From an optimization exercise on the open Yosys and OpenROAD flow, aimed at small area, a short achievable clock period and few clock cycles; shortcuts taken in it are not production practice. The RTL was checked by simulation tests, not by an equivalence proof against the original design. Power figures rest on the tool's default switching activity, not on a simulated workload.

// fir_channel
module fir_channel (
    input  wire        clk,
    input  wire        rst,
    input  wire        in_valid,
    input  wire [23:0] in_data,
    output wire        in_ready,
    input  wire        cfg_we,
    input  wire [5:0]  cfg_addr,
    input  wire [31:0] cfg_wdata,
    output wire        idle,
    output reg         out_valid,
    output reg  [23:0] out_y,
    output reg         out_invalid,
    output reg         out_sat,
    output reg  [1:0]  thr_on,
    output reg  [1:0]  thr_chg,
    output reg  [1:0]  thr_pip,
    output reg  [15:0] sat_cnt
);
For scale: roughly 18,000 cells after synthesis, about 120 I/O pins, about 200,000 um2 of cells after synthesis.
==> flow/config.mk <==
export PLATFORM = sky130hd
export DESIGN_NAME = fir_channel
export DESIGN_NICKNAME = fir_channel
export VERILOG_FILES = /design/flow/design.v
export SDC_FILE = /design/flow/constraint.sdc
export NUM_CORES = 4
export LEC_CHECK = 0
export CAP_MARGIN = 20
export CORE_MARGIN = 2
export CORE_UTILIZATION = 45
export PLACE_DENSITY = 0.6
export SLEW_MARGIN = 20
==> flow/constraint.sdc <==
create_clock -name core_clock -period 13.0 [get_ports {clk}]
set_input_delay 2.6000 -clock core_clock [delete_from_list [all_inputs] [get_ports {clk}]]
set_output_delay 2.6000 -clock core_clock [all_outputs]
set_load 0.01 [all_outputs]
standard.sh (not shown) runs the stock make flow with config.mk's settings and CLKGATE_MAP_FILE= SYNTH_SCRIPT=/design/flow/synth_recipe.tcl, a recipe that flattens the netlist after the stock synthesis.
==> flow/flow/run.sh <==
#!/bin/bash
# The standard layout (standard.sh: ORFS synth .. finish, unchanged scripts and
# constraints), with ORFS's repair_timing asked to aim for setup slack well above zero,
# so that it also shortens paths that already meet the 13 ns clock. Gate cloning is
# skipped so that every register of the standard synthesis is kept as it is.
# The full output of the ORFS run goes to standard.log in the work folder; ORFS's
# per-step logs are under orfs/logs/.
set -euo pipefail
export SETUP_SLACK_MARGIN=8.3
export SKIP_GATE_CLONING=1
bash standard.sh > standard.log 2>&1
The starting point finished clean.
Testbench counts at the start, summed over its fixed seeds: cycles 10,271.
Next try:
--- a/flow/design.v
+++ b/flow/design.v
@@ -124,14 +124,16 @@
     reg [23:0] fq0, fq1;
     reg [1:0]  fcnt;
     reg        in_rdy_r;
     assign in_ready = in_rdy_r;
     wire accept = in_valid & in_rdy_r;
     reg [24:0] fb1 [0:FD-1];
     reg [24:0] fb2 [0:FD2-1];
+    reg [1:0]  wp1, rp1;         
+    reg        wp2, rp2;
     reg [2:0]  fc1, fc2;
     reg [2:0]  cred1, cred2;
     reg [6:0] phase [0:2];
     reg       em_r  [0:2];       
     reg signed [6:0] sl [0:2];   
     reg [5:0] fill  [0:2];
     reg [5:0] vrun  [0:2];
@@ -147,18 +149,18 @@
     wire cr_ok2 = (cred2 < FD2);
     wire [2:0] isc   = {js[2] == 2'd2, js[1] == 2'd2, js[0] == 2'd2};
     wire       isc_v = |isc;
     wire [23:0] xin [0:2];
     wire        iin [0:2];
     assign xin[0] = fq0;
     assign iin[0] = 1'b0;
-    assign xin[1] = fb1[0][23:0];
-    assign iin[1] = fb1[0][24];
-    assign xin[2] = fb2[0][23:0];
-    assign iin[2] = fb2[0][24];
+    assign xin[1] = fb1[rp1][23:0];
+    assign iin[1] = fb1[rp1][24];
+    assign xin[2] = fb2[rp2][23:0];
+    assign iin[2] = fb2[rp2][24];
     wire [2:0] avail = {fc2 != 3'd0, fc1 != 3'd0, (fcnt != 2'd0) && !cfg_blk};
     reg [2:0] em, ok;
     reg [6:0] ph_inc [0:2];
     always @* begin
         for (s = 0; s < 3; s = s + 1) begin
             ph_inc[s] = phase[s] + 7'd1;
             em[s]     = em_r[s];
@@ -329,16 +331,20 @@
     end
     reg [23:0] cq [0:3];
     reg [23:0] aq [0:3];
     reg [23:0] xq [0:3];
     reg [1:0]  rr;
     always @* begin
         for (j = 0; j < 4; j = j + 1) begin
-            cq[j] = coef[{ra_rq[j], j[1:0]}];
-            xq[j] = dl_r[{ra_rp[j], j[1:0]}];
+            cq[j] = 24'd0;
+            xq[j] = 24'd0;
+            for (t = 0; t < 8; t = t + 1) begin
+                cq[j] = cq[j] | (coef[4 * t + j] & {24{ra_rq[j] == t}});
+                xq[j] = xq[j] | (dl_r[4 * t + j] & {24{ra_rp[j] == t}});
+            end
         end
         for (j = 0; j < 4; j = j + 1) begin
             rr    = j[1:0] - ra_rot;
             aq[j] = cq[rr];
         end
     end
     reg [11:0] bo_on [0:3];
@@ -466,34 +472,34 @@
     wire r_sat = f2_sat | sat24_hi | sat24_lo;
     wire to_out = f2_v && (f2_s == last);
     wire wr_f1  = f2_v && (f2_s == 2'd0) && (last != 2'd0);
     wire wr_f2  = f2_v && (f2_s == 2'd1) && (last == 2'd2);
     wire [2:0] fc1_n = fc1 + {2'b0, wr_f1} - {2'b0, push[1]};
     wire [2:0] fc2_n = fc2 + {2'b0, wr_f2} - {2'b0, push[2]};
     always @(posedge clk) begin
-        for (j = 0; j < FD; j = j + 1) begin
-            if (wr_f1 && (j == fc1 - {2'b0, push[1]}))
-                fb1[j] <= {f2_inv, r24};
-            else if (push[1] && (j < FD - 1))
-                fb1[j] <= fb1[(j < FD - 1) ? j + 1 : j];
-        end
-        for (j = 0; j < FD2; j = j + 1) begin
-            if (wr_f2 && (j == fc2 - {2'b0, push[2]}))
-                fb2[j] <= {f2_inv, r24};
-            else if (push[2] && (j < FD2 - 1))
-                fb2[j] <= fb2[(j < FD2 - 1) ? j + 1 : j];
-        end
+        if (wr_f1)
+            fb1[wp1] <= {f2_inv, r24};
+        if (wr_f2)
+            fb2[wp2] <= {f2_inv, r24};
         if (rst) begin
+            wp1   <= 2'd0;
+            rp1   <= 2'd0;
+            wp2   <= 1'b0;
+            rp2   <= 1'b0;
             fc1   <= 3'd0;
             fc2   <= 3'd0;
             cred1 <= 3'd0;
             cred2 <= 3'd0;
         end else begin
             fc1   <= fc1_n;
             fc2   <= fc2_n;
+            if (wr_f1)   wp1 <= wp1 + 2'd1;
+            if (push[1]) rp1 <= rp1 + 2'd1;
+            if (wr_f2)   wp2 <= ~wp2;
+            if (push[2]) rp2 <= ~rp2;
             cred1 <= cred1 + {2'b0, (fs[0] && (last != 2'd0))} - {2'b0, push[1]};
             cred2 <= cred2 + {2'b0, (fs[1] && (last == 2'd2))} - {2'b0, push[2]};
         end
     end
     wire [1:0] fcnt_n = fcnt + {1'b0, accept} - {1'b0, push[0]};
     always @(posedge clk) begin
         if (push[0])
Result:
- The new run completed with no timing, DRC or antenna violations
- power drops by about a fifth
- worst setup slack improved by 19 ps
- synthesized area drops slightly
- die area drops slightly
- sequential cell count climbs by 7
- clock power stays flat
- worst hold slack improved by 17 ps
- maximum frequency climbs slightly
- core utilization drops by 0.25 points
- cell count drops by a few percent
- global-route usage climbs by 0.49 points
- wire length climbs slightly
- final area drops slightly
Testbench counts after the change, summed over its fixed seeds: cycles 10,271.

-- what the ideal ports hide --
The results above use ideal ports. As a check the final layouts listed here were re-extracted and re-timed, cells and wires unchanged. Step 1 sets driving cells, clkbuf_16 on the clock port and buf_2 on the other inputs (assumed; they add their load-dependent delay and slew). Step 2 times the ports against the registers' clock, not the clock port: input delays grow and output delays shrink by t, the midpoint of the rising clock arrivals with the driver on. a / b / c = no drivers / after step 1 / after step 2; a / b = the first two.
run | t (ns) | setup slack, ns | worst setup path after step 2 | worst register clock-pin slew, ns | worst data-port slew with drivers (ns)
the first run | 1.066 | 8.305 / 8.258 / 7.349 | input to register | 0.07 / 0.07 | 0.22
the second run | 1.068 | 8.324 / 8.277 / 7.674 | input to register | 0.07 / 0.07 | 0.18
After both steps setup and hold are still met in every run listed. The setup slack of the first run, which loses most, moves by -0.047 ns with the drivers and by -0.956 ns with both steps.
